This is an optimization exercise on Yosys and OpenROAD, whose aim is small area, a short achievable clock period and few clock cycles per item, not a production implementation. Where RTL was checked, it was by simulation tests only, not by an equivalence proof against the original. Function not checked in runs 1 and 4: the RTL went through the layout flow alone. Power figures rest on the tool's default switching activity, not on a simulated workload.

==> design/flow/design.v <==
module kg9_bcd_addsub (
    input  wire [127:0] x,
    input  wire [127:0] y,
    input  wire         sub,
    input  wire         cin,
    output wire [127:0] s,
    output wire         co,
    output wire         zlo,
    output wire         zall
);
    localparam N = 32;
    wire [N-1:0]   g, p, za, zt;
    wire [4*N-1:0] d0, d1;
    genvar i;
    generate
        for (i = 0; i < N; i = i + 1) begin : g_dig
            wire [3:0] xd = x[4*i +: 4];
            wire [3:0] yd = y[4*i +: 4];
            wire [3:0] yb;
            assign yb[0] = yd[0] ^ sub;
            assign yb[1] = ~yd[1];
            assign yb[2] = ~(yd[2] ^ (yd[1] & ~sub));
            assign yb[3] = sub ? ~yd[3] : (yd[3] | yd[2] | yd[1]);
            wire [4:0] t = xd + yb;
            wire [3:0] v = t[3:0];
            assign g[i] = t[4];
            assign p[i] = &v;
            assign d0[4*i +: 4] = t[4] ? v : v - 4'd6;
            assign d1[4*i +: 4] = (t[4] | (&v)) ? v + 4'd1 : v - 4'd5;
            assign za[i] = ~t[4] & (v == 4'd6);
            assign zt[i] = t[4] & (v == 4'd0);
        end
    endgenerate
    wire [N-1:0] gg, pp;
    kg9_prefix #(.N(N)) u_pre (.g(g), .p(p), .go(gg), .po(pp));
    assign co = gg[N-1] | (pp[N-1] & cin);
    wire [N-1:0] zc;
    generate
        for (i = 0; i < N; i = i + 1) begin : g_out
            wire c = (i == 0) ? cin : (gg[i-1] | (pp[i-1] & cin));
            assign s[4*i +: 4] = c ? d1[4*i +: 4] : d0[4*i +: 4];
            wire cp = (i == 0) ? cin : ~za[i-1];
            assign zc[i] = cp ? p[i] : (za[i] | zt[i]);
        end
    endgenerate
    assign zlo  = &zc[N-2:0];
    assign zall = &zc;
endmodule
module kg9_prefix #(parameter N = 32) (
    input  wire [N-1:0] g,
    input  wire [N-1:0] p,
    output wire [N-1:0] go,
    output wire [N-1:0] po
);
    localparam L = (N <= 2) ? 1 : (N <= 4) ? 2 : (N <= 8) ? 3 : (N <= 16) ? 4 : (N <= 32) ? 5 : 6;
    wire [N-1:0] gl [0:L];
    wire [N-1:0] pl [0:L];
    assign gl[0] = g;
    assign pl[0] = p;
    genvar k, i;
    generate
        for (k = 0; k < L; k = k + 1) begin : g_lvl
            for (i = 0; i < N; i = i + 1) begin : g_b
                if ((i >> k) & 1) begin : g_c
                    localparam integer J = ((i >> k) << k) - 1;
                    assign gl[k+1][i] = gl[k][i] | (pl[k][i] & gl[k][J]);
                    assign pl[k+1][i] = pl[k][i] & pl[k][J];
                end else begin : g_p
                    assign gl[k+1][i] = gl[k][i];
                    assign pl[k+1][i] = pl[k][i];
                end
            end
        end
    endgenerate
    assign go = gl[L];
    assign po = pl[L];
endmodule
module kg9_bcd_x2 #(parameter N = 32) (
    input  wire [4*N-1:0] x,
    output wire [4*N-1:0] y
);
    genvar i;
    generate
        for (i = 0; i < N; i = i + 1) begin : g_dig
            wire [3:0] d = x[4*i +: 4];
            wire       ci;
            if (i == 0) begin : g_c0
                assign ci = 1'b0;
            end else begin : g_c
                wire [3:0] dl = x[4*i-4 +: 4];
                assign ci = dl[3] | (dl[2] & (dl[1] | dl[0]));    
            end
            wire [2:0] h;
            assign h[2] = (d[2] & ~d[1] & ~d[0]) | (d[3] & d[0]);
            assign h[1] = (~d[3] & ~d[2] & d[1]) | (d[2] & d[1] & d[0]) | (d[3] & ~d[0]);
            assign h[0] = (~d[3] & ~d[2] & d[0]) | (d[2] & d[1] & ~d[0]) | (d[3] & ~d[0]);
            assign y[4*i +: 4] = {h, ci};
        end
    endgenerate
endmodule
module kg9_bcd_x5 #(parameter N = 32) (
    input  wire [4*N-1:0] x,
    output wire [4*N-1:0] y
);
    genvar i;
    generate
        for (i = 0; i < N; i = i + 1) begin : g_dig
            wire       od = x[4*i];
            wire [2:0] h;
            if (i == 0) begin : g_h0
                assign h = 3'd0;
            end else begin : g_h
                assign h = x[4*i-1 -: 3];     
            end
            assign y[4*i]     = od ^ h[0];
            assign y[4*i + 1] = od ? (~h[2] & (h[1] ^ h[0])) : h[1];
            assign y[4*i + 2] = od ? (~h[2] & ~(h[1] & h[0])) : h[2];
            assign y[4*i + 3] = od & (h[2] | (h[1] & h[0]));
        end
    endgenerate
endmodule
module kg9_decunit (
    input  wire         clk,
    input  wire         rst,
    input  wire         start,
    input  wire [2:0]   op,
    input  wire [127:0] a,
    input  wire [127:0] b,
    input  wire [13:0]  imm,
    output wire         ready,
    output reg          done,
    output wire [127:0] res,
    output wire [127:0] rem,
    output wire         z,
    output wire         n,
    output reg          dv,
    output reg          exc_data,
    output reg          exc_div
);
    localparam OP_ADDP = 3'd0, OP_SUBP = 3'd1, OP_MULP = 3'd2,
               OP_DIVP = 3'd3, OP_CMPP = 3'd4, OP_SHRP = 3'd5;
    localparam S_IDLE = 3'd0, S_EXEC = 3'd1, S_MUL = 3'd2, S_DIV = 3'd3,
               S_SHL  = 3'd4, S_SHR  = 3'd5, S_SHF = 3'd6, S_NEG = 3'd7;
    reg [2:0]   state;
    reg [2:0]   op_r;
    reg [123:0] x1;
    reg [127:0] x2;
    reg [123:0] x3;
    reg [3:0]   asn, bsn;    
    reg [4:0]   scale;
    reg [5:0]   sh;
    reg [3:0]   rnd;
    reg [4:0]   cnt;         
    reg [3:0]   drop;        
    reg [3:0]   md;          
    reg [3:0]   qacc;        
    reg [4:0]   la;          
    reg [5:0]   nstep;       
    reg [4:0]   nreal;       
    reg         cur_real;    
    reg         lost;        
    reg         ovf;         
    reg         sflag;       
    reg         remneg;      
    reg         resq;        
    reg         resq2;       
    reg         mfirst;      
    reg         iscmp;       
    reg         zzn;         
    reg         zsg;         
    reg         remz;        
    reg         qnz;         
    wire sa = (asn == 4'hD);
    wire sb = (bsn == 4'hD);
    assign ready = (state == S_IDLE);
    assign res   = {resq2 ? x1[123:64] : x2[123:64], resq ? x1[63:0] : x2[63:0],
                    (sflag & !zsg) ? 4'hD : 4'hC};
    assign rem   = {x2[123:0], (remneg & !remz) ? 4'hD : 4'hC};
    assign z     = zzn;
    assign n     = sflag & !zzn;
    function automatic digits_ok(input [123:0] v);
        integer k;
        begin
            digits_ok = 1'b1;
            for (k = 0; k < 31; k = k + 1)
                if (v[4*k+3] & (v[4*k+2] | v[4*k+1])) digits_ok = 1'b0;
        end
    endfunction
    wire a_ok = digits_ok(x1) && (asn == 4'hC || asn == 4'hD || asn == 4'hF);
    wire b_ok = digits_ok(x3) && (bsn == 4'hC || bsn == 4'hD || bsn == 4'hF);
    wire bad  = !b_ok || (op_r != OP_SHRP && !a_ok);
    wire x3_nz = |x3;
    wire [127:0] m1 = {4'd0, x3};
    wire [127:0] m2, m4, m5;
    kg9_bcd_x2 #(.N(32)) u_m2 (.x(m1), .y(m2));
    kg9_bcd_x2 #(.N(32)) u_m4 (.x(m2), .y(m4));
    kg9_bcd_x5 #(.N(32)) u_m5 (.x(m1), .y(m5));
    wire ge1 = (x2 >= m1);
    wire ge2 = (x2 >= m2);
    wire ge4 = (x2 >= m4);
    wire ge5 = (x2 >= m5);
    wire [3:0] mul_sel = {md == 4'd5 || md == 4'd6 || md == 4'd7 || md == 4'd9,
                          md == 4'd4 || md == 4'd8,
                          md == 4'd2 || md == 4'd3,
                          md == 4'd1};
    wire [3:0] md_next = (md == 4'd8 || md == 4'd9) ? 4'd4 :
                         (md == 4'd7) ? 4'd2 :
                         (md == 4'd3 || md == 4'd6) ? 4'd1 : 4'd0;
    wire [3:0] div_sel = ge5 ? 4'b1000 : ge4 ? 4'b0100 : ge2 ? 4'b0010 :
                         ge1 ? 4'b0001 : 4'b0000;
    wire [3:0] div_m   = ge5 ? 4'd5 : ge4 ? 4'd4 : ge2 ? 4'd2 : ge1 ? 4'd1 : 4'd0;
    wire       div_fin = !ge2 || (ge4 && !ge5);
    wire [3:0] div_q   = qacc + div_m;
    wire is_mul  = (op_r == OP_MULP);
    wire is_div  = (op_r == OP_DIVP);
    wire is_shrp = (op_r == OP_SHRP);
    wire is_neg  = (state == S_NEG);
    wire eff_sub = sa ^ sb ^ (op_r == OP_SUBP || op_r == OP_CMPP);
    wire zero_x  = is_neg || (state == S_SHF) || (state == S_MUL && mfirst) ||
                   (state == S_EXEC && (is_mul || is_div || is_shrp));
    wire [3:0] sel = is_mul ? mul_sel :
                     is_div ? (state == S_DIV ? div_sel : 4'b0000) : {3'd0, !is_neg};
    wire [127:0] opy = ({128{sel[0]}} & m1) | ({128{sel[1]}} & m2) |
                       ({128{sel[2]}} & m4) | ({128{sel[3]}} & m5) |
                       ({128{is_neg}} & x2);
    wire [127:0] opx = zero_x ? 128'd0 : x2;
    wire asub   = is_div | is_neg | (!is_mul && !is_shrp && eff_sub);
    wire rnd_up = is_shrp && sh[5] && (({1'b0, drop} + {1'b0, rnd}) >= 5'd10);
    wire [127:0] sum;
    wire         zlo, zall;
    kg9_bcd_addsub u_add (.x(opx), .y(opy), .sub(asub), .cin(asub | rnd_up),
                          .s(sum), .co(), .zlo(zlo), .zall(zall));
    reg [4:0] lead_n;     
    reg [3:0] lead_d;     
    integer k;
    always @(*) begin
        lead_n = 5'd0;
        lead_d = 4'd0;
        for (k = 0; k < 31; k = k + 1)
            if (x1[4*k +: 4] != 4'd0) begin
                lead_n = k + 1;
                lead_d = x1[4*k +: 4];
            end
    end
    wire [30:0] pos = 31'd1 << (la - 5'd1);
    reg  [3:0]   d_next;
    reg  [123:0] clr;
    integer j;
    always @(*) begin
        d_next = 4'd0;
        for (j = 0; j < 30; j = j + 1)
            if (pos[j+1]) d_next = x1[4*j +: 4];
        for (j = 0; j < 31; j = j + 1)
            clr[4*j +: 4] = {4{pos[j] & cur_real}};
    end
    wire [123:0] x1c    = x1 & ~clr;
    wire [123:0] x1_qn  = {x1c[119:0], div_q};
    wire [3:0]   d_in   = (state == S_EXEC) ? lead_d : (nreal != 5'd0) ? d_next : 4'd0;
    wire         div_ov = ovf | (x1c[123:120] != 4'd0);
    wire exec_ok = (state == S_EXEC) && !bad;
    wire mul_swap = ge1;                        
    wire mul_go  = (state == S_MUL) || (exec_ok && is_mul && !mul_swap);
    wire shl_go  = (state == S_SHL) || (exec_ok && is_shrp && sh != 6'd0 && !sh[5]);
    wire shr_go  = (state == S_SHR) || (exec_ok && is_shrp && sh[5]);
    wire shf_go  = (state == S_SHF) || (exec_ok && is_shrp && sh == 6'd0);
    wire mul_ov  = ovf | (sum[127:124] != 4'd0) | (lost & (md != 4'd0));
    wire x2_shift = (state == S_EXEC && is_div) ||
                    (state == S_DIV && div_fin && nstep != 6'd0);
    always @(posedge clk)
        x2 <= (state == S_IDLE) ? {4'd0, a[127:4]} :
              x2_shift ? {sum[123:0], d_in} : sum;
    always @(posedge clk) begin
        begin
            done <= 1'b0;
            if (state == S_IDLE) begin
                op_r  <= op;
                x1    <= a[127:4];
                x3    <= b[127:4];
                asn   <= a[3:0];
                bsn   <= b[3:0];
                scale <= imm[4:0];
                sh    <= imm[13:8];
                rnd   <= imm[3:0];
                cnt   <= imm[13] ? (~imm[12:8] + 5'd1) : imm[12:8];
                md    <= a[7:4];
                qacc  <= 4'd0;
                qnz   <= 1'b0;
                lost  <= 1'b0;
                ovf   <= 1'b0;
                drop  <= 4'd0;
                resq  <= (op == OP_DIVP);
                iscmp <= (op == OP_CMPP);
                if (start) begin
                    dv    <= 1'b0;
                    state <= S_EXEC;
                end
            end
            if (state == S_EXEC) begin
                exc_data <= 1'b0;
                exc_div  <= 1'b0;
                remneg   <= sa;
                resq2    <= is_div;
                if (bad) begin
                    exc_data <= 1'b1;
                    done     <= 1'b1;
                    state    <= S_IDLE;
                end else begin
                    case (op_r)
                        OP_ADDP, OP_SUBP, OP_CMPP: begin
                            zzn <= iscmp ? zall : zlo;
                            zsg <= zall;
                            if (eff_sub) begin
                                sflag <= ge1 ? sa : !sa;
                                if (!ge1 && !iscmp) begin
                                    state <= S_NEG;    
                                end else begin
                                    done  <= 1'b1;
                                    state <= S_IDLE;
                                end
                            end else begin
                                sflag <= sa;
                                if (!iscmp) dv <= (sum[127:124] != 4'd0);
                                done  <= 1'b1;
                                state <= S_IDLE;
                            end
                        end
                        OP_MULP: begin
                            sflag <= sa ^ sb;
                            state <= S_MUL;
                            mfirst <= mul_swap;
                            if (mul_swap) begin
                                x1 <= x3;
                                x3 <= x1;
                                md <= x3[3:0];
                            end
                        end
                        OP_DIVP: begin
                            sflag <= sa ^ sb;
                            if (!x3_nz) begin
                                exc_div <= 1'b1;
                                done    <= 1'b1;
                                state   <= S_IDLE;
                            end else if (lead_n == 5'd0) begin
                                zzn   <= 1'b1;
                                zsg   <= 1'b1;
                                remz  <= 1'b1;
                                done  <= 1'b1;
                                state <= S_IDLE;
                            end else begin
                                la       <= lead_n;
                                nreal    <= lead_n - 5'd1;
                                cur_real <= 1'b1;
                                nstep    <= {1'b0, lead_n} + {1'b0, scale} - 6'd1;
                                state    <= S_DIV;
                            end
                        end
                        default: sflag <= sb;    
                    endcase
                end
            end
            if (state == S_NEG) begin
                zzn   <= zlo;
                zsg   <= zall;
                done  <= 1'b1;
                state <= S_IDLE;
            end
            if (mul_go) begin
                mfirst <= 1'b0;
                ovf <= mul_ov;
                if (md_next == 4'd0) begin
                    x1   <= {4'd0, x1[123:4]};
                    x3   <= {x3[119:0], 4'd0};
                    lost <= lost | (x3[123:120] != 4'd0);
                    md   <= x1[7:4];
                    if (x1[123:4] == 120'd0) begin
                        dv    <= mul_ov;
                        zzn   <= zlo;
                        zsg   <= zlo & !mul_ov;
                        done  <= 1'b1;
                        state <= S_IDLE;
                    end
                end else begin
                    md <= md_next;
                end
            end
            if (state == S_DIV) begin
                if (div_fin) begin
                    x1    <= x1_qn;
                    ovf   <= div_ov;
                    qacc  <= 4'd0;
                    qnz   <= qnz | (div_q != 4'd0);
                    nstep <= nstep - 6'd1;
                    nreal <= (nreal != 5'd0) ? nreal - 5'd1 : 5'd0;
                    cur_real <= (nreal != 5'd0);
                    if (div_ov) begin
                        exc_div <= 1'b1;
                        done    <= 1'b1;
                        state   <= S_IDLE;
                    end else if (nstep == 6'd0) begin
                        zzn   <= !(qnz | (div_q != 4'd0));
                        zsg   <= !(qnz | (div_q != 4'd0));
                        remz  <= zall;
                        done  <= 1'b1;
                        state <= S_IDLE;
                    end else begin
                    end
                end else begin
                    qacc <= div_q;
                end
            end
            if (shl_go) begin
                x3    <= {x3[119:0], 4'd0};
                lost  <= lost | (x3[123:120] != 4'd0);
                cnt   <= cnt - 5'd1;
                state <= (cnt == 5'd1) ? S_SHF : S_SHL;
            end
            if (shr_go) begin
                x3    <= {4'd0, x3[123:4]};
                drop  <= x3[3:0];
                cnt   <= cnt - 5'd1;
                state <= (cnt == 5'd1) ? S_SHF : S_SHR;
            end
            if (shf_go) begin
                dv    <= lost;
                zzn   <= zlo;
                zsg   <= zlo & !lost;
                done  <= 1'b1;
                state <= S_IDLE;
            end
        end
        if (rst) begin
            state <= S_IDLE;
            done  <= 1'b0;
        end
    end
endmodule
==> design/flow/run.sh <==
#!/bin/bash
# synth_recipe.tcl (not shown) runs the flow's synth.tcl, then flattens the netlist and writes it again
# the make line also repeats each setting of config.mk as NAME=value (left out here)
make -C /OpenROAD-flow-scripts/flow DESIGN_CONFIG=/design/flow/config.mk WORK_HOME=/design/flow/orfs CLKGATE_MAP_FILE= SYNTH_SCRIPT=/design/flow/synth_recipe.tcl finish
==> design/flow/config.mk <==
export PLATFORM = sky130hd
export DESIGN_NAME = kg9_decunit
export DESIGN_NICKNAME = kg9_decunit
export VERILOG_FILES = /design/flow/design.v
export SDC_FILE = /design/flow/constraint.sdc
export NUM_CORES = 8
export LEC_CHECK = 0
export ABC_AREA = 1
export CAP_MARGIN = 40
export CORE_MARGIN = 2
export CORE_UTILIZATION = 30
export SLEW_MARGIN = 40
==> design/flow/constraint.sdc <==
create_clock -name core_clock -period 50.0 [get_ports {clk}]
set_input_delay 10.0000 -clock core_clock [delete_from_list [all_inputs] [get_ports {clk}]]
set_output_delay 10.0000 -clock core_clock [all_outputs]
set_load 0.01 [all_outputs]
==> flow_metrics.py, run 1 <==
metrics = {
    "floorplanning": {
        "ios": 539,
        "die_w_um": 467,
        "start_util_pct": 30.2,
        "core_um2": 213000,
        "die_area_um2": 218000,
        "die_h_um": 467,
        "rows": 169,
    },
    "synthesis": {
        "yosysWarnings": 2,
        "synth_edf_count": 46,
        "synth_area_leaders": "ha_1 (16%), dfxtp_1 (13%), nand2_1 (12%), o21ai_0 (11%), inv_1 (7.5%)",
        "ys_types": 84,
        "synth_top_area_share_pct": 15.6,
        "syn_area_per_cell_um2": 6.31,
        "ys_async_sr_fraction_pct": 0,
        "synth_common_cells": "nand2_1 (1971), o21ai_0 (1430), inv_1 (1279)",
        "ys_seq_elements": 451,
        "synthesis.area_um2": 64200,
        "synth_most_common_cell": "nand2_1",
        "synth_top_area_cell": "ha_1",
        "ys_seq_area_share_pct": 14.8,
        "synthFlopType": "dfxtp_1",
        "synth_cells": 10200,
    },
    "clock_network": {
        "clk_pin_slew_worst_paths_ps": 60,
        "cts-root-buf": "clkbuf_16",
        "post-cts-setup-buffers": 0,
        "cts_tree": "built",
        "h-tree-depth": 3,
        "cts_made_buffers": 67,
        "cts_resized": 0,
        "clock_latency_ps": 710,
        "cts.sinks": 451,
        "clk_path_buf_depth": 3,
        "cts_hold_buf": 0,
    },
    "cells_and_area": {
        "layout-drive-gt1-share_pct": 4.17,
        "instances_no_fill": 13200,
        "area_growth_pct": 15.1,
        "nets": 11500,
    },
    "placed_design": {
        "dp_hpwl_um": 259000,
        "dp.cells": 13100,
        "port_buffers": 529,
        "place.gp.congestion": 1.01,
    },
    "setup_path": {
        "crit_path_max_incr_delay_ps": 810,
        "crit_top_cell": "nand2_1",
        "criticalPathCategory": "flop to flop",
        "required_ps": 50560,
        "crit_path_top_delay_cell": "clkinv_2",
        "cp.arrival_ps": 15430,
        "start_kind": "flop",
        "cp_max_fo": 28,
        "crit_path_end_kind": "flop",
        "cp_top_family": "simple AND/OR/NAND/NOR gates",
        "rrSetupSlack_ps": 35140,
        "critPathBufInv": 10,
    },
    "global_routing": {
        "grt_max_degree": 209,
        "grt_pass1_wl_um": 460000,
        "antenna_found_initial": 17,
        "grt_util_met1_pct": 39.0,
        "grt-busiest-layer": "met2",
        "grt_pass1_vias": 67100,
        "grtUsageMet3_pct": 7.35,
        "met2_usage_pct": 40.5,
        "grtUsageTotal_pct": 28.2,
        "grt_overflow": 0,
    },
    "drt": {
        "avgRoutedWirePerCell_um": 24.3,
        "drtIter0Drc": 9308,
        "drc": 0,
        "firstDrtPassIters": 9,
        "wirelength_um": 321000,
        "ant_nets": 0,
        "num_vias": 74000,
        "avgViaCountPerCell": 5.60,
    },
    "timing": {
        "fin_crit_ps": 14860,
        "maxSlewHeadroom_pct": 35.9,
        "clock-skew-final_ps": 39.4,
        "period_share_pct": 29.7,
        "max_freq_mhz": 67.3,
        "worst_pin_slew_ps": 959,
        "setup_violations": 0,
        "rsz0062_at_grt": "false",
        "maxSlewViolCount": 0,
        "tns_ps": 0,
        "finalHoldViolCount": 0,
    },
    "run": {
        "maxCapViolCount": 0,
    },
    "pwr": {
        "p_total_mw": 4.42,
        "vdd_ir_drop_max_uv": 30.2,
        "cellPowerDensity_nw_per_um2": 59.8,
        "leakage_nw": 33.5,
    },
    "worst_hold_path": {
        "hp-class": "flop to flop",
    },
    "status": {
        "status": "finished clean",
    },
}
-- metal layers --
layer  share of wire [%]  wire [um]
met1                  43     138000
met2                  40     129000
met3                  12      37200
met4                 5.4      17200
met5               0.042        135
-- where the power goes --
part	internal [mW]	switching (mW)	leakage, nW
clock	0.300	0.215	1.09
combinational	1.21	2.08	28.5
sequential	0.439	0.184	3.89
total	1.94	2.48	33.5
-- per-stage QoR --
stage | instance area, um2 | hold WS [ps] | setup slack [ps] | utilization (%)
global placement | 71400 | 471 | 35690 | 33.6
global route | 74000 | 499 | 34610 | 34.8
detailed placement | 71600 | 475 | 36220 | 33.7
floorplan | 64300 | 434 | 37770 | -
CTS | 73800 | 484 | 36190 | 34.8
finish | 74000 | 484 | 35140 | 34.8
-- registers in the layout, indices dropped and copies added (netlist names), 3 cells and up --
register  flops
drop          4
bsn           4
scale         5
x3          124
cnt           5
nreal         5
qacc          4
asn           4
x2          128
md            4
x1          124
op_r          3
state         3
sh            6
la            5
nstep         6
-- final cells by class --
class | count | area, um2
diodes | 4 | 10.0
clock buffers | 95 | 1920
clock inverters | 25 | 314
inverters | 1353 | 5110
multi-input cells | 7803 | 47200
well taps | 2821 | 3530
repair buffers | 656 | 6340
fillers | 23600 | 139000
flip-flops and latches | 451 | 9490
-- tightest hold or removal path, cell delays in order (launching register included) --
cell and delay (ps):
dfxtp_1 310, nand2_1 60, a31oi_1 70
-- path summary, 6_finish.rpt --
check,from,to,cells after the start
worst max-delay path,x3[8]$_DFF_P_,x2[121]$_DFF_P_,59
worst min-delay path,nreal[4]$_DFF_P_,nreal[4]$_DFF_P_,2
worst max register to register,x3[8]$_DFF_P_,x2[121]$_DFF_P_,59
worst min register to register,nreal[4]$_DFF_P_,nreal[4]$_DFF_P_,2
-- kinds of logic after synthesis --
group / after synthesis / share of synthesized area (%)
adders and majority gates: 867 / 17.7
buffers and inverters: 1924 / 12.2
muxes: 9 / 0.142
AOI/OAI and AO/OA: 2984 / 27.6
and+or+nand+nor: 3629 / 23.4
xor gates and xnor gates: 308 / 4.22
other: 2 / 0.0117
DFF: 451 / 14.8
-- cells in the final DEF, fill, tap and decap left out, drive strengths merged, types with 85 or more instances in the layout --
| cell type | n |
|---|---|
| clkdlybuf4s50 | 529 |
| nor2 | 979 |
| xor2 | 167 |
| inv | 1324 |
| o211ai | 346 |
| nand2 | 1972 |
| dfxtp | 405 |
| nand3 | 252 |
| nand4 | 88 |
| clkbuf | 95 |
| o21ai | 1492 |
| buf | 127 |
| xnor2 | 141 |
| o221ai | 85 |
| nor3 | 123 |
| ha | 800 |
| a21oi | 532 |
| o22ai | 179 |
| nor4 | 144 |
==> run 2: changes to the inputs <==
--- a/design/flow/design.v
+++ b/design/flow/design.v
@@ -162,8 +162,7 @@
     reg         ovf;         
     reg         sflag;       
     reg         remneg;      
-    reg         resq;        
-    reg         resq2;       
+    reg [3:0]   resq;        
     reg         mfirst;      
     reg         iscmp;       
     reg         zzn;         
@@ -173,7 +172,8 @@
     wire sa = (asn == 4'hD);
     wire sb = (bsn == 4'hD);
     assign ready = (state == S_IDLE);
-    assign res   = {resq2 ? x1[123:64] : x2[123:64], resq ? x1[63:0] : x2[63:0],
+    assign res   = {resq[3] ? x1[123:93] : x2[123:93], resq[2] ? x1[92:62] : x2[92:62],
+                    resq[1] ? x1[61:31]  : x2[61:31],  resq[0] ? x1[30:0]  : x2[30:0],
                     (sflag & !zsg) ? 4'hD : 4'hC};
     assign rem   = {x2[123:0], (remneg & !remz) ? 4'hD : 4'hC};
     assign z     = zzn;
@@ -288,7 +288,8 @@
                 lost  <= 1'b0;
                 ovf   <= 1'b0;
                 drop  <= 4'd0;
-                resq  <= (op == OP_DIVP);
+                resq[0] <= (op == OP_DIVP);
+                resq[1] <= (op[1:0] == 2'b11);
                 iscmp <= (op == OP_CMPP);
                 if (start) begin
                     dv    <= 1'b0;
@@ -299,7 +300,8 @@
                 exc_data <= 1'b0;
                 exc_div  <= 1'b0;
                 remneg   <= sa;
-                resq2    <= is_div;
+                resq[2]  <= is_div;
+                resq[3]  <= (op_r[1:0] == 2'b11);
                 if (bad) begin
                     exc_data <= 1'b1;
                     done     <= 1'b1;
--- a/design/flow/config.mk
+++ b/design/flow/config.mk
@@ -9,4 +9,5 @@
 export CAP_MARGIN = 40
 export CORE_MARGIN = 2
 export CORE_UTILIZATION = 30
+export PLACE_DENSITY = 0.8
 export SLEW_MARGIN = 40
==> run 2 against run 1 <==
- still clean
- sequential power rose by 1%
- largest power group unchanged
- die area fell by 0.15%
- wire length fell by 5.5%
==> flow_metrics.py, run 2 <==
metrics = {
    "synthesis": {
        "ys_async_sr_fraction_pct": 0,
        "ys_seq_elements": 453,
        "syn_area_per_cell_um2": 6.26,
        "synth_area_leaders": "ha_1 (16%), dfxtp_1 (13%), nand2_1 (12%), o21ai_0 (11%), inv_1 (7.5%)",
        "synth_most_common_cell": "nand2_1",
        "synth_common_cells": "nand2_1 (1981), o21ai_0 (1445), inv_1 (1287)",
        "synthFlopType": "dfxtp_1",
        "yosysWarnings": 2,
        "synth_cells": 10200,
        "ys_seq_area_share_pct": 14.9,
        "synthesis.area_um2": 64100,
        "synth_edf_count": 48,
        "synth_top_area_cell": "ha_1",
        "synth_top_area_share_pct": 15.6,
        "ys_types": 82,
    },
    "pwr": {
        "cellPowerDensity_nw_per_um2": 59.5,
        "leakage_nw": 33.3,
        "vdd_ir_drop_max_uv": 34.9,
        "netSwitchingPower_mw": 2.45,
        "swShare_pct": 56.1,
        "power_frac_clock_pct": 11.0,
        "pwr-share-comb_pct": 74.6,
        "p_total_mw": 4.36,
        "internal_power_mw": 1.91,
        "p_seq_share_pct": 14.4,
    },
    "global_routing": {
        "grt_pass1_wl_um": 440000,
        "grt_overflow": 0,
        "grt_pass1_vias": 67400,
        "antenna_found_initial": 29,
        "grtUsageTotal_pct": 26.5,
        "grt_max_degree": 133,
    },
    "floorplanning": {
        "ios": 539,
        "die_w_um": 466,
        "die_area_um2": 218000,
        "rows": 169,
        "start_util_pct": 30.2,
        "core_um2": 212000,
        "die_h_um": 466,
    },
    "drt": {
        "avgRoutedWirePerCell_um": 22.9,
        "firstDrtPassIters": 7,
        "avgViaCountPerCell": 5.69,
        "wirelength_um": 304000,
        "ant_nets": 0,
        "drc": 0,
        "drtIter0Drc": 10900,
        "num_vias": 75300,
    },
    "timing": {
        "whs_ps": 462,
        "maxSlewHeadroom_pct": 36.6,
        "rsz0062_at_grt": "false",
        "max_freq_mhz": 71.6,
        "setup_violations": 0,
        "worst_pin_slew_ps": 942,
        "period_share_pct": 27.9,
        "maxSlewViolCount": 0,
        "finalHoldViolCount": 0,
        "tns_ps": 0,
        "fin_crit_ps": 13970,
        "clock-skew-final_ps": 42.3,
    },
    "run": {
        "maxCapViolCount": 0,
    },
    "clock_network": {
        "cts_tree": "built",
        "clk_pin_slew_worst_paths_ps": 60,
        "clk_path_buf_depth": 3,
        "cts_hold_buf": 0,
        "cts-root-buf": "clkbuf_16",
        "cts_made_buffers": 58,
        "clock_latency_ps": 720,
        "cts_resized": 0,
        "h-tree-depth": 2,
        "cts.sinks": 453,
        "post-cts-setup-buffers": 0,
    },
    "cells_and_area": {
        "largest-register": "x2",
        "final_cell_area_um2": 73300,
        "nets": 11500,
        "largest_register_ffs": 128,
        "reg_top3": "x2 x128, x1 x124, x3 x124",
        "area_growth_pct": 14.2,
        "final_cell_mix": "nand2_1 (1976), o21ai_0 (1436), inv_1 (1282), nor2_1 (1092), ha_1 (800)",
        "layout-drive-gt1-share_pct": 2.89,
        "final_common_cell": "nand2_1",
    },
    "setup_path": {
        "criticalPathCategory": "flop to flop",
        "reg2reg_from": "x3[1]$_DFF_P_",
        "crit_path_end_kind": "flop",
        "required_ps": 50640,
        "crit_path_top_delay_cell": "buf_4",
        "crit_top_cell": "nand2_1",
        "reg2reg_to": "zsg$_DFF_P_",
        "rrSetupSlack_ps": 36030,
        "crit_path_max_incr_delay_ps": 680,
        "cp.arrival_ps": 14610,
        "cp_max_fo": 56,
        "reg2reg_depth": 56,
        "start_kind": "flop",
    },
    "placed_design": {
        "port_buffers": 529,
        "dp_hpwl_um": 244000,
        "place.gp.congestion": 1.04,
        "place_area_um2": 71100,
    },
    "worst_hold_path": {
        "whs_path_depth": 1,
        "hp-class": "flop to flop",
        "min-delay-start": "lost$_DFF_P_",
        "hold_path_end": "zsg$_DFF_P_",
    },
    "status": {
        "status": "finished clean",
    },
}
run 2: worst max path at each step:
stage / startpoint / to / slack [ps] / cells after the start
5_1_grt: x3[1]$_DFF_P_ / zsg$_DFF_P_ / 35530 / 56
3_5_place_dp: x3[1]$_DFF_P_ / zsg$_DFF_P_ / 36670 / 56
6_report: x3[1]$_DFF_P_ / zsg$_DFF_P_ / 36030 / 56
2_1_floorplan: state[1]$_SDFF_PP0_ / ready / 37620 / 7
3_3_place_gp: x3[1]$_DFF_P_ / zsg$_DFF_P_ / 36760 / 56
4_1_cts: state[1]$_SDFF_PP0_ / ready / 36580 / 4
run 2: cell type report:
type	count	area, um2
multi-input combinational	7882	47100
antenna	3	7.51
clock inverter	30	418
timing repair buffer	615	5980
tap	2821	3530
inverter	1352	5100
fill	23100	139000
clock buffer	77	1610
sequential	453	9550
run 2: layer usage:
layer,global-route usage (%),wire [um],vias up
met5,0,233,-
met4,11.5,15800,36
met3,8.82,46500,726
met2,36.9,118000,5144
met1,36.8,123000,34400
li1,-,-,35000
run 2: stage by stage:
step                      utilization, %  cells  setup slack, ps
after global placement              33.5  13100            36760
after detailed placement            33.5  13100            36670
after global routing                34.5  13200            35530
after floorplan                        -  10200            37620
final                               34.5  13200            36030
after CTS                           34.5  13200            36580
run 2: critical path: cells and delay by family, from the launching register on:
family | cells | cell delay [ps]
buffers and inverters | 6 | 1630
xor gates and xnor gates | 2 | 600
muxes | 1 | 430
DFF | 1 | 630
adders and majority gates | 3 | 870
and+or+nand+nor | 26 | 4950
AOI/OAI and AO/OA | 18 | 4670
run 2: cell families (layout without fill, tap and decap cells):
| logic type | after synthesis | in the layout | share of synthesized area, % |
|---|---|---|---|
| fa+ha+maj | 867 | 867 | 17.7 |
| simple gates | 3820 | 3820 | 24.7 |
| flops | 453 | 453 | 14.9 |
| other cells | 2 | 9 | 0.0117 |
| mux | 5 | 5 | 0.0800 |
| compound gates | 2872 | 2872 | 26.2 |
| buf+inv | 1912 | 2074 | 12.1 |
| xor+xnor | 312 | 312 | 4.32 |
run 2: power by group through the flow:
stage | sequential (mW) | combinational, mW | clock, mW
floorplan | 0.535 | 2.28 | 0
global placement | 0.624 | 3.11 | 0
detailed placement | 0.624 | 3.14 | 0
CTS | 0.617 | 3.17 | 0.476
global route | 0.632 | 3.63 | 0.489
finish | 0.629 | 3.25 | 0.479
Testbench counts of run 2, summed over its fixed seeds: cycles 13,959, ops 2,400.
==> run 3: changes to the inputs <==
--- a/design/flow/config.mk
+++ b/design/flow/config.mk
@@ -9,5 +9,4 @@
 export CAP_MARGIN = 40
 export CORE_MARGIN = 2
 export CORE_UTILIZATION = 30
-export PLACE_DENSITY = 0.8
 export SLEW_MARGIN = 40
==> run 3 against run 2 <==
- clock-buffer cell count rose by 16
- sequential share of layout area is 0.11 points lower
- still clean
- final area is 0.88% higher
- clock power increased by about 10%
- synthesized cell count unchanged
==> flow_metrics.py, run 3 <==
metrics = {
    "clock_network": {
        "cts.sinks": 453,
        "cts_resized": 0,
        "cts_hold_buf": 0,
        "clk_path_buf_depth": 3,
        "h-tree-depth": 3,
        "cts_tree": "built",
        "post-cts-setup-buffers": 0,
        "cts-root-buf": "clkbuf_16",
        "cts_made_buffers": 67,
        "clock_latency_ps": 720,
        "clk_pin_slew_worst_paths_ps": 60,
    },
    "global_routing": {
        "grt_max_degree": 191,
        "grtUsageTotal_pct": 27.2,
        "antenna_found_initial": 21,
        "grt_pass1_vias": 66800,
        "grt_overflow": 0,
        "grt_pass1_wl_um": 448000,
    },
    "synthesis": {
        "synth_top_area_share_pct": 15.6,
        "synth_edf_count": 48,
        "ys_seq_area_share_pct": 14.9,
        "synthFlopType": "dfxtp_1",
        "synth_top_area_cell": "ha_1",
        "ys_async_sr_fraction_pct": 0,
        "synth_area_leaders": "ha_1 (16%), dfxtp_1 (13%), nand2_1 (12%), o21ai_0 (11%), inv_1 (7.5%)",
        "synth_common_cells": "nand2_1 (1981), o21ai_0 (1445), inv_1 (1287)",
        "ys_types": 82,
        "synth_cells": 10200,
        "ys_seq_elements": 453,
        "synth_most_common_cell": "nand2_1",
        "yosysWarnings": 2,
        "syn_area_per_cell_um2": 6.26,
        "synthesis.area_um2": 64100,
    },
    "run": {
        "maxCapViolCount": 0,
    },
    "drt": {
        "drtIter0Drc": 9245,
        "drc": 0,
        "wirelength_um": 310000,
        "ant_nets": 0,
        "avgViaCountPerCell": 5.58,
        "avgRoutedWirePerCell_um": 23.4,
        "firstDrtPassIters": 7,
        "num_vias": 74200,
    },
    "cells_and_area": {
        "area_growth_pct": 15.3,
        "fill_cells": 23700,
        "reg_top3": "x2 x128, x1 x124, x3 x124",
        "final_cell_area_um2": 73900,
        "layout-drive-gt1-share_pct": 3.43,
        "instances_no_fill": 13300,
        "largest-register": "x2",
        "nets": 11500,
        "final_cell_mix": "nand2_1 (1976), o21ai_0 (1438), inv_1 (1283), nor2_1 (1092), ha_1 (800)",
        "final_common_cell": "nand2_1",
        "largest_register_ffs": 128,
    },
    "pwr": {
        "netSwitchingPower_mw": 2.45,
        "p_total_mw": 4.40,
        "pwr-share-comb_pct": 73.9,
        "leakage_nw": 33.7,
        "vdd_ir_drop_max_uv": 34.1,
        "swShare_pct": 55.8,
        "internal_power_mw": 1.95,
        "power_frac_clock_pct": 12.0,
        "cellPowerDensity_nw_per_um2": 59.5,
        "p_seq_share_pct": 14.1,
    },
    "status": {
        "status": "finished clean",
    },
    "setup_path": {
        "required_ps": 50560,
        "criticalPathCategory": "flop to flop",
        "crit_path_end_kind": "flop",
        "cp_max_fo": 26,
        "cp.arrival_ps": 14510,
        "crit_path_max_incr_delay_ps": 780,
        "crit_path_top_delay_cell": "inv_1",
        "cp_top_family": "simple AND/OR/NAND/NOR gates",
        "start_kind": "flop",
        "crit_top_cell": "nand2_1",
        "critPathBufInv": 8,
    },
    "timing": {
        "max_freq_mhz": 71.7,
        "setup_violations": 0,
        "worst_pin_slew_ps": 987,
        "maxSlewHeadroom_pct": 33.5,
        "clock-skew-final_ps": 42.2,
        "maxSlewViolCount": 0,
        "fin_crit_ps": 13940,
        "rsz0062_at_grt": "false",
        "period_share_pct": 27.9,
        "finalHoldViolCount": 0,
        "whs_ps": 441,
        "tns_ps": 0,
    },
    "worst_hold_path": {
        "hp-class": "flop to flop",
    },
    "floorplanning": {
        "ios": 539,
        "core_um2": 212000,
        "start_util_pct": 30.2,
        "die_w_um": 466,
        "die_h_um": 466,
        "rows": 169,
        "die_area_um2": 218000,
    },
    "placed_design": {
        "port_buffers": 529,
        "place_area_um2": 71500,
        "place.gp.congestion": 0.974,
        "dp_hpwl_um": 249000,
        "dp.cells": 13200,
    },
}
## run 3: area by class of cell
cell class / instances / area [um2] / area share (%)
Multi-Input combinational cell: 7882 / 47100 / 63.7
Clock inverter: 29 / 340 / 0.460
Timing Repair Buffer: 650 / 6290 / 8.51
Clock buffer: 93 / 1980 / 2.68
Antenna cell: 8 / 20.0 / 0.0271
Inverter: 1352 / 5100 / 6.90
Tap cell: 2821 / 3530 / 4.77
Sequential cell: 453 / 9550 / 12.9
## run 3: kinds of logic (layout without fill, tap and decap cells)
group,after synthesis,in the layout,synth area share [%]
and+or+nand+nor,3820,3820,24.7
AOI/OAI and AO/OA,2872,2872,26.2
buffers and inverters,1912,2124,12.1
adders and majority gates,867,867,17.7
DFF,453,453,14.9
xor gates and xnor gates,312,312,4.32
muxes,5,5,0.0800
other,2,14,0.0117
## run 3: layer usage
metal | share of wire [%] | vias up | wire length [um] | global-route usage [%]
met5 | 0.044 | - | 138 | 0
met1 | 43 | 34600 | 135000 | 38.3
met4 | 4.1 | 20 | 12800 | 10.0
met3 | 12 | 527 | 37600 | 7.53
li1 | - | 35100 | - | -
met2 | 40 | 3963 | 125000 | 39.2
## run 3: worst paths after layout
kind / start / end / slack (ps) / cells after the start
worst max register to register: x3[1]$_DFF_P_ / x2[122]$_DFF_P_ / 36060 / 53
worst max-delay path: x3[1]$_DFF_P_ / x2[122]$_DFF_P_ / 36060 / 53
worst min register to register: lost$_DFF_P_ / zsg$_DFF_P_ / 440 / 1
worst min-delay path: lost$_DFF_P_ / zsg$_DFF_P_ / 440 / 1
## run 3: worst reg2reg max path, delay by kind of cell, from the launching register on
kind                     cells  cell delay (ps)
AO/OA/AOI/OAI               17             4090
flip-flops                   1              640
buffers and inverters        8             2370
XOR/XNOR                     2              600
adder cells (fa/ha/maj)      3              940
AND/OR/NAND/NOR             23             5180
## run 3: power groups by stage
stage                     Clock (mW)  Combinational [mW]  Sequential (mW)
after global routing           0.541                3.64            0.629
after CTS                      0.529                3.20            0.615
after detailed placement           0                3.17            0.622
after global placement             0                3.16            0.623
final                          0.527                3.25            0.622
after floorplan                    0                2.28            0.535
## run 3: per-stage QoR
step	util [%]	worst slack [ps]
finish	34.8	36060
global route	34.8	35780
CTS	34.8	36480
detailed placement	33.7	36520
global placement	33.6	36520
floorplan	-	37620
==> run 4: changes to the inputs <==
--- a/design/flow/design.v
+++ b/design/flow/design.v
@@ -169,6 +169,11 @@
     reg         zsg;         
     reg         remz;        
     reg         qnz;         
+    reg [4:0]   lb;          
+    reg [6:0]   bw;          
+    reg         bexact;      
+    reg         tryp;        
+    reg         dneg;        
     wire sa = (asn == 4'hD);
     wire sb = (bsn == 4'hD);
     assign ready = (state == S_IDLE);
@@ -195,10 +200,6 @@
     kg9_bcd_x2 #(.N(32)) u_m2 (.x(m1), .y(m2));
     kg9_bcd_x2 #(.N(32)) u_m4 (.x(m2), .y(m4));
     kg9_bcd_x5 #(.N(32)) u_m5 (.x(m1), .y(m5));
-    wire ge1 = (x2 >= m1);
-    wire ge2 = (x2 >= m2);
-    wire ge4 = (x2 >= m4);
-    wire ge5 = (x2 >= m5);
     wire [3:0] mul_sel = {md == 4'd5 || md == 4'd6 || md == 4'd7 || md == 4'd9,
                           md == 4'd4 || md == 4'd8,
                           md == 4'd2 || md == 4'd3,
@@ -206,30 +207,71 @@
     wire [3:0] md_next = (md == 4'd8 || md == 4'd9) ? 4'd4 :
                          (md == 4'd7) ? 4'd2 :
                          (md == 4'd3 || md == 4'd6) ? 4'd1 : 4'd0;
-    wire [3:0] div_sel = ge5 ? 4'b1000 : ge4 ? 4'b0100 : ge2 ? 4'b0010 :
-                         ge1 ? 4'b0001 : 4'b0000;
-    wire [3:0] div_m   = ge5 ? 4'd5 : ge4 ? 4'd4 : ge2 ? 4'd2 : ge1 ? 4'd1 : 4'd0;
-    wire       div_fin = !ge2 || (ge4 && !ge5);
-    wire [3:0] div_q   = qacc + div_m;
+    reg [4:0] lb_n;
+    reg [3:0] bd1, bd0;
+    integer kb;
+    always @(*) begin
+        lb_n = 5'd0;
+        for (kb = 0; kb < 31; kb = kb + 1)
+            if (x3[4*kb +: 4] != 4'd0) lb_n = kb + 1;
+        bd1 = 4'd0;
+        bd0 = 4'd0;
+        for (kb = 0; kb < 31; kb = kb + 1) begin
+            if (lb_n == kb + 1) bd1 = x3[4*kb +: 4];
+            if (lb_n == kb + 2) bd0 = x3[4*kb +: 4];
+        end
+    end
+    reg [3:0] rd2, rd1, rd0;
+    always @(*) begin
+        rd2 = 4'd0;
+        rd1 = 4'd0;
+        rd0 = 4'd0;
+        for (kb = 0; kb < 32; kb = kb + 1) begin
+            if (lb == kb)     rd2 = x2[4*kb +: 4];
+            if (lb == kb + 1) rd1 = x2[4*kb +: 4];
+            if (lb == kb + 2) rd0 = x2[4*kb +: 4];
+        end
+    end
+    wire [9:0] rw  = rd2 * 7'd100 + rd1 * 4'd10 + rd0;
+    wire [6:0] bhi = bw + {6'd0, !bexact};
+    wire ge1 = (rw >= {3'd0, bhi});
+    wire ge2 = (rw >= {2'd0, bhi, 1'b0});
+    wire ge4 = (rw >= {1'd0, bhi, 2'b0});
+    wire ge5 = (rw >= {1'd0, bhi, 2'b0} + {3'd0, bhi});
+    wire lt1 = (rw < {3'd0, bw});
+    wire lt2 = (rw < {2'd0, bw, 1'b0});
+    wire lt3 = (rw < {2'd0, bw, 1'b0} + {3'd0, bw});
+    wire lt5 = (rw < {1'd0, bw, 2'b0} + {3'd0, bw});
+    wire lt6 = (rw < {1'd0, bw, 2'b0} + {2'd0, bw, 1'b0});
+    wire [3:0] est_m   = ge5 ? 4'd5 : ge4 ? 4'd4 : ge2 ? 4'd2 : ge1 ? 4'd1 : 4'd0;
+    wire       est_fin = ge5 ? lt6 : ge4 ? lt5 : ge2 ? lt3 : ge1 ? lt2 : lt1;
+    wire       div_try = !tryp && !ge1 && !lt1;       
+    wire [3:0] div_sel = tryp    ? {3'd0, dneg} :
+                         div_try ? 4'b0001 :
+                         {est_m == 4'd5, est_m == 4'd4, est_m == 4'd2, est_m == 4'd1};
+    wire       div_fin = tryp || (!div_try && est_fin);
+    wire [3:0] div_q   = qacc + (tryp ? {3'd0, !dneg} : est_m);
     wire is_mul  = (op_r == OP_MULP);
     wire is_div  = (op_r == OP_DIVP);
     wire is_shrp = (op_r == OP_SHRP);
     wire is_neg  = (state == S_NEG);
     wire eff_sub = sa ^ sb ^ (op_r == OP_SUBP || op_r == OP_CMPP);
     wire zero_x  = is_neg || (state == S_SHF) || (state == S_MUL && mfirst) ||
-                   (state == S_EXEC && (is_mul || is_div || is_shrp));
-    wire [3:0] sel = is_mul ? mul_sel :
+                   (state == S_EXEC && (is_div || is_shrp));
+    wire is_exec = (state == S_EXEC);
+    wire [3:0] sel = is_mul ? (is_exec ? 4'b0001 : mul_sel) :
                      is_div ? (state == S_DIV ? div_sel : 4'b0000) : {3'd0, !is_neg};
     wire [127:0] opy = ({128{sel[0]}} & m1) | ({128{sel[1]}} & m2) |
                        ({128{sel[2]}} & m4) | ({128{sel[3]}} & m5) |
                        ({128{is_neg}} & x2);
     wire [127:0] opx = zero_x ? 128'd0 : x2;
-    wire asub   = is_div | is_neg | (!is_mul && !is_shrp && eff_sub);
+    wire asub   = is_exec ? (is_mul || (!is_div && !is_shrp && eff_sub)) :
+                  (is_neg || (state == S_DIV && !tryp));
     wire rnd_up = is_shrp && sh[5] && (({1'b0, drop} + {1'b0, rnd}) >= 5'd10);
     wire [127:0] sum;
-    wire         zlo, zall;
+    wire         aco, zlo, zall;
     kg9_bcd_addsub u_add (.x(opx), .y(opy), .sub(asub), .cin(asub | rnd_up),
-                          .s(sum), .co(), .zlo(zlo), .zall(zall));
+                          .s(sum), .co(aco), .zlo(zlo), .zall(zall));
     reg [4:0] lead_n;     
     reg [3:0] lead_d;     
     integer k;
@@ -258,8 +300,8 @@
     wire [3:0]   d_in   = (state == S_EXEC) ? lead_d : (nreal != 5'd0) ? d_next : 4'd0;
     wire         div_ov = ovf | (x1c[123:120] != 4'd0);
     wire exec_ok = (state == S_EXEC) && !bad;
-    wire mul_swap = ge1;                        
-    wire mul_go  = (state == S_MUL) || (exec_ok && is_mul && !mul_swap);
+    wire mul_swap = aco;                        
+    wire mul_go  = (state == S_MUL);
     wire shl_go  = (state == S_SHL) || (exec_ok && is_shrp && sh != 6'd0 && !sh[5]);
     wire shr_go  = (state == S_SHR) || (exec_ok && is_shrp && sh[5]);
     wire shf_go  = (state == S_SHF) || (exec_ok && is_shrp && sh == 6'd0);
@@ -312,8 +354,8 @@
                             zzn <= iscmp ? zall : zlo;
                             zsg <= zall;
                             if (eff_sub) begin
-                                sflag <= ge1 ? sa : !sa;
-                                if (!ge1 && !iscmp) begin
+                                sflag <= aco ? sa : !sa;
+                                if (!aco && !iscmp) begin
                                     state <= S_NEG;    
                                 end else begin
                                     done  <= 1'b1;
@@ -329,7 +371,7 @@
                         OP_MULP: begin
                             sflag <= sa ^ sb;
                             state <= S_MUL;
-                            mfirst <= mul_swap;
+                            mfirst <= 1'b1;
                             if (mul_swap) begin
                                 x1 <= x3;
                                 x3 <= x1;
@@ -350,6 +392,10 @@
                                 state <= S_IDLE;
                             end else begin
                                 la       <= lead_n;
+                                lb       <= lb_n;
+                                bw       <= bd1 * 4'd10 + bd0;
+                                bexact   <= (lb_n <= 5'd2);
+                                tryp     <= 1'b0;
                                 nreal    <= lead_n - 5'd1;
                                 cur_real <= 1'b1;
                                 nstep    <= {1'b0, lead_n} + {1'b0, scale} - 6'd1;
@@ -386,6 +432,8 @@
                 end
             end
             if (state == S_DIV) begin
+                tryp <= div_try;
+                dneg <= !aco;
                 if (div_fin) begin
                     x1    <= x1_qn;
                     ovf   <= div_ov;
==> run 4 against run 3 <==
- area after synthesis is 2.6% lower
- first-iteration DRC count is 5.9% higher
- via count is 0.84% higher
- sequential share of layout area is 1.1 points higher
- sequential cell count is 15 higher
- largest cell class unchanged
- clock-buffer cell count is 7 lower
- wire length is 6.2% higher
- cell count is 0.75% lower
- synthesized cell count is 0.81% higher
- still clean on timing, DRC and antenna
- critical path type unchanged
- critical path depth is 32 higher
- die area is 2.6% lower
- clock skew is 7.0 ps higher
==> flow_metrics.py, run 4 <==
metrics = {
    "status": {
        "status": "finished clean",
    },
    "setup_path": {
        "critPathBufInv": 15,
        "start_kind": "flop",
        "cp.arrival_ps": 21830,
        "required_ps": 50560,
        "reg2reg_depth": 85,
        "crit_top_cell": "a21oi_1",
        "cp.depth": 85,
        "crit_path_end_kind": "flop",
        "criticalPathCategory": "flop to flop",
        "crit_path_max_incr_delay_ps": 770,
        "crit_path_top_delay_cell": "edfxtp_1",
        "cp_max_fo": 106,
        "cp_top_family": "compound AO/OA/AOI/OAI gates",
    },
    "drt": {
        "drc": 0,
        "avgRoutedWirePerCell_um": 25.0,
        "avgViaCountPerCell": 5.67,
        "drtIter0Drc": 9789,
        "wirelength_um": 330000,
        "firstDrtPassIters": 7,
        "num_vias": 74800,
        "ant_nets": 0,
    },
    "synthesis": {
        "synthesis.area_um2": 62500,
        "synth_top_area_cell": "nand2_1",
        "synthFlopType": "dfxtp_1",
        "synth_most_common_cell": "nand2_1",
        "ys_async_sr_fraction_pct": 0,
        "ys_seq_elements": 468,
        "syn_area_per_cell_um2": 6.05,
        "synth_top_area_share_pct": 13.7,
        "synth_common_cells": "nand2_1 (2277), inv_1 (1261), nor2_1 (1103)",
        "yosysWarnings": 2,
        "synth_cells": 10300,
        "synth_edf_count": 63,
        "synth_area_leaders": "nand2_1 (14%), dfxtp_1 (13%), ha_1 (8.4%), inv_1 (7.6%), o21ai_0 (7.0%)",
        "ys_types": 72,
        "ys_seq_area_share_pct": 16.0,
    },
    "placed_design": {
        "place.gp.congestion": 1.03,
        "port_buffers": 529,
        "place_area_um2": 68800,
        "post-place-ws_ps": 29680,
        "dp_hpwl_um": 265000,
        "dp.cells": 13100,
    },
    "cells_and_area": {
        "instances_no_fill": 13200,
        "largest-register": "x2",
        "post-route-util_pct": 34.4,
        "final_cell_mix": "nand2_1 (2271), inv_1 (1255), nor2_1 (1094), o21ai_0 (868), a21oi_1 (628)",
        "multi_input_area_um2": 44400,
        "layout-drive-gt1-share_pct": 3.14,
        "reg_top3": "x2 x128, x1 x124, x3 x124",
        "seq_area_um2": 10000,
        "area_growth_pct": 14.0,
        "largest_register_ffs": 128,
        "nets": 11100,
        "final_cell_area_um2": 71200,
        "final_common_cell": "nand2_1",
        "fill_cells": 23300,
    },
    "worst_hold_path": {
        "whs_path_depth": 1,
        "hp-class": "flop to flop",
    },
    "clock_network": {
        "cts-root-buf": "clkbuf_16",
        "cts_made_buffers": 68,
        "cts_tree": "built",
        "h-tree-depth": 3,
        "clock_latency_ps": 730,
        "cts.sinks": 468,
        "cts_resized": 0,
        "clk_path_buf_depth": 3,
        "post-cts-setup-buffers": 0,
        "clk_pin_slew_worst_paths_ps": 60,
        "cts_hold_buf": 0,
    },
    "run": {
        "maxCapViolCount": 0,
    },
    "timing": {
        "fin_crit_ps": 21270,
        "finalHoldViolCount": 0,
        "tns_ps": 0,
        "clock-skew-final_ps": 49.2,
        "whs_ps": 468,
        "maxSlewHeadroom_pct": 33.0,
        "setup_violations": 0,
        "rsz0062_at_grt": "false",
        "worst_pin_slew_ps": 998,
        "period_share_pct": 42.5,
        "setup_slack_ps": 28730,
        "maxSlewViolCount": 0,
        "max_freq_mhz": 47.0,
    },
    "floorplanning": {
        "die_area_um2": 212000,
        "start_util_pct": 30.2,
        "ios": 539,
        "die_w_um": 460,
        "rows": 167,
        "die_h_um": 460,
        "core_um2": 207000,
    },
    "global_routing": {
        "grt_pass1_vias": 67100,
        "grtUsageTotal_pct": 29.9,
        "grt_max_degree": 167,
        "grt_overflow": 0,
        "grt_pass1_wl_um": 472000,
        "antenna_found_initial": 8,
    },
    "pwr": {
        "cellPowerDensity_nw_per_um2": 52.1,
        "vdd_ir_drop_max_uv": 30.0,
        "leakage_nw": 31.4,
        "p_total_mw": 3.71,
    },
}
run 4: final timing paths:
kind	slack, ps	endpoint	startpoint
max	28730	x3[64]$_DFF_P_	lb[4]$_DFFE_PP_
min	470	mfirst$_SDFFE_PP0P_	mfirst$_SDFFE_PP0P_
max reg2reg	28730	x3[64]$_DFF_P_	lb[4]$_DFFE_PP_
min reg2reg	470	mfirst$_SDFFE_PP0P_	mfirst$_SDFFE_PP0P_
run 4: where the power goes:
group	internal, mW	leakage [nW]	switching (mW)	total, mW
sequential	0.452	4.05	0.150	0.602
combinational	0.928	26.2	1.65	2.57
clock	0.309	1.14	0.227	0.537
run 4: logic make-up after synthesis:
logic type | after synthesis | synth area share [%]
muxes | 4 | 0.0641
buffers and inverters | 1974 | 13.3
other | 2 | 0.0120
DFF | 468 | 16.0
adders and majority gates | 495 | 10.8
xor gates and xnor gates | 346 | 4.85
AOI/OAI and AO/OA | 2798 | 26.9
and+or+nand+nor | 4239 | 28.0
run 4: layout make-up:
type	count	share of cell area, %
clock buffers	86	2.63
clock inverters	33	0.650
inverters	1297	6.90
repair buffers	625	8.57
well taps	2788	4.90
diodes	3	0.0105
multi-input cells	7888	62.3
flip-flops and latches	468	14.0
run 4: metal layers:
metal	GRT usage [%]	up-vias	part of all wire, %
met5	0	-	0.017
met4	17.1	8	6.7
met3	6.00	666	11
met2	43.5	4139	41
met1	40.6	35100	42
li1	-	34900	-
run 4: worst register-to-register path: cells and delay by family (launching register included):
kind	cells	cell delay, ps
adders and majority gates	7	2250
DFF	1	770
buffers and inverters	15	4240
and+or+nand+nor	18	3200
xor gates and xnor gates	3	530
AOI/OAI and AO/OA	42	10160

[port drivers added, routing unchanged]
Ports are ideal in the flow. The routed layouts listed here were re-timed in OpenROAD. Step 1 sets driving cells, clkbuf_16 on the clock port and buf_2 on the other inputs (assumed; they add their load-dependent delay and slew). Step 2 moves the port delays by t, midway between the first and last clock arrival at a register: inputs arrive t later, outputs are due t later. That takes back most of the time a late clock gives input paths. a / b / c = ideal ports / drivers / drivers and shift; a / b = the first two.
| run | t (ns) | setup WS [ns] | worst setup path at the end | slew at the worst register clock pin (ns) | pins driven straight from the clock port |
|---|---|---|---|---|---|
| run 1 | 0.778 | 35.138 / 35.138 / 35.138 | register to register | 0.07 / 0.07 | 1 |
| run 2 | 0.783 | 36.029 / 36.029 / 36.029 | register to register | 0.07 / 0.07 | 1 |
| run 3 | 0.786 | 36.056 / 36.056 / 36.056 | register to register | 0.07 / 0.07 | 1 |
| run 4 | 0.799 | 28.727 / 28.727 / 28.727 | register to register | 0.07 / 0.07 | 1 |
After both steps setup and hold are still met in every run listed.
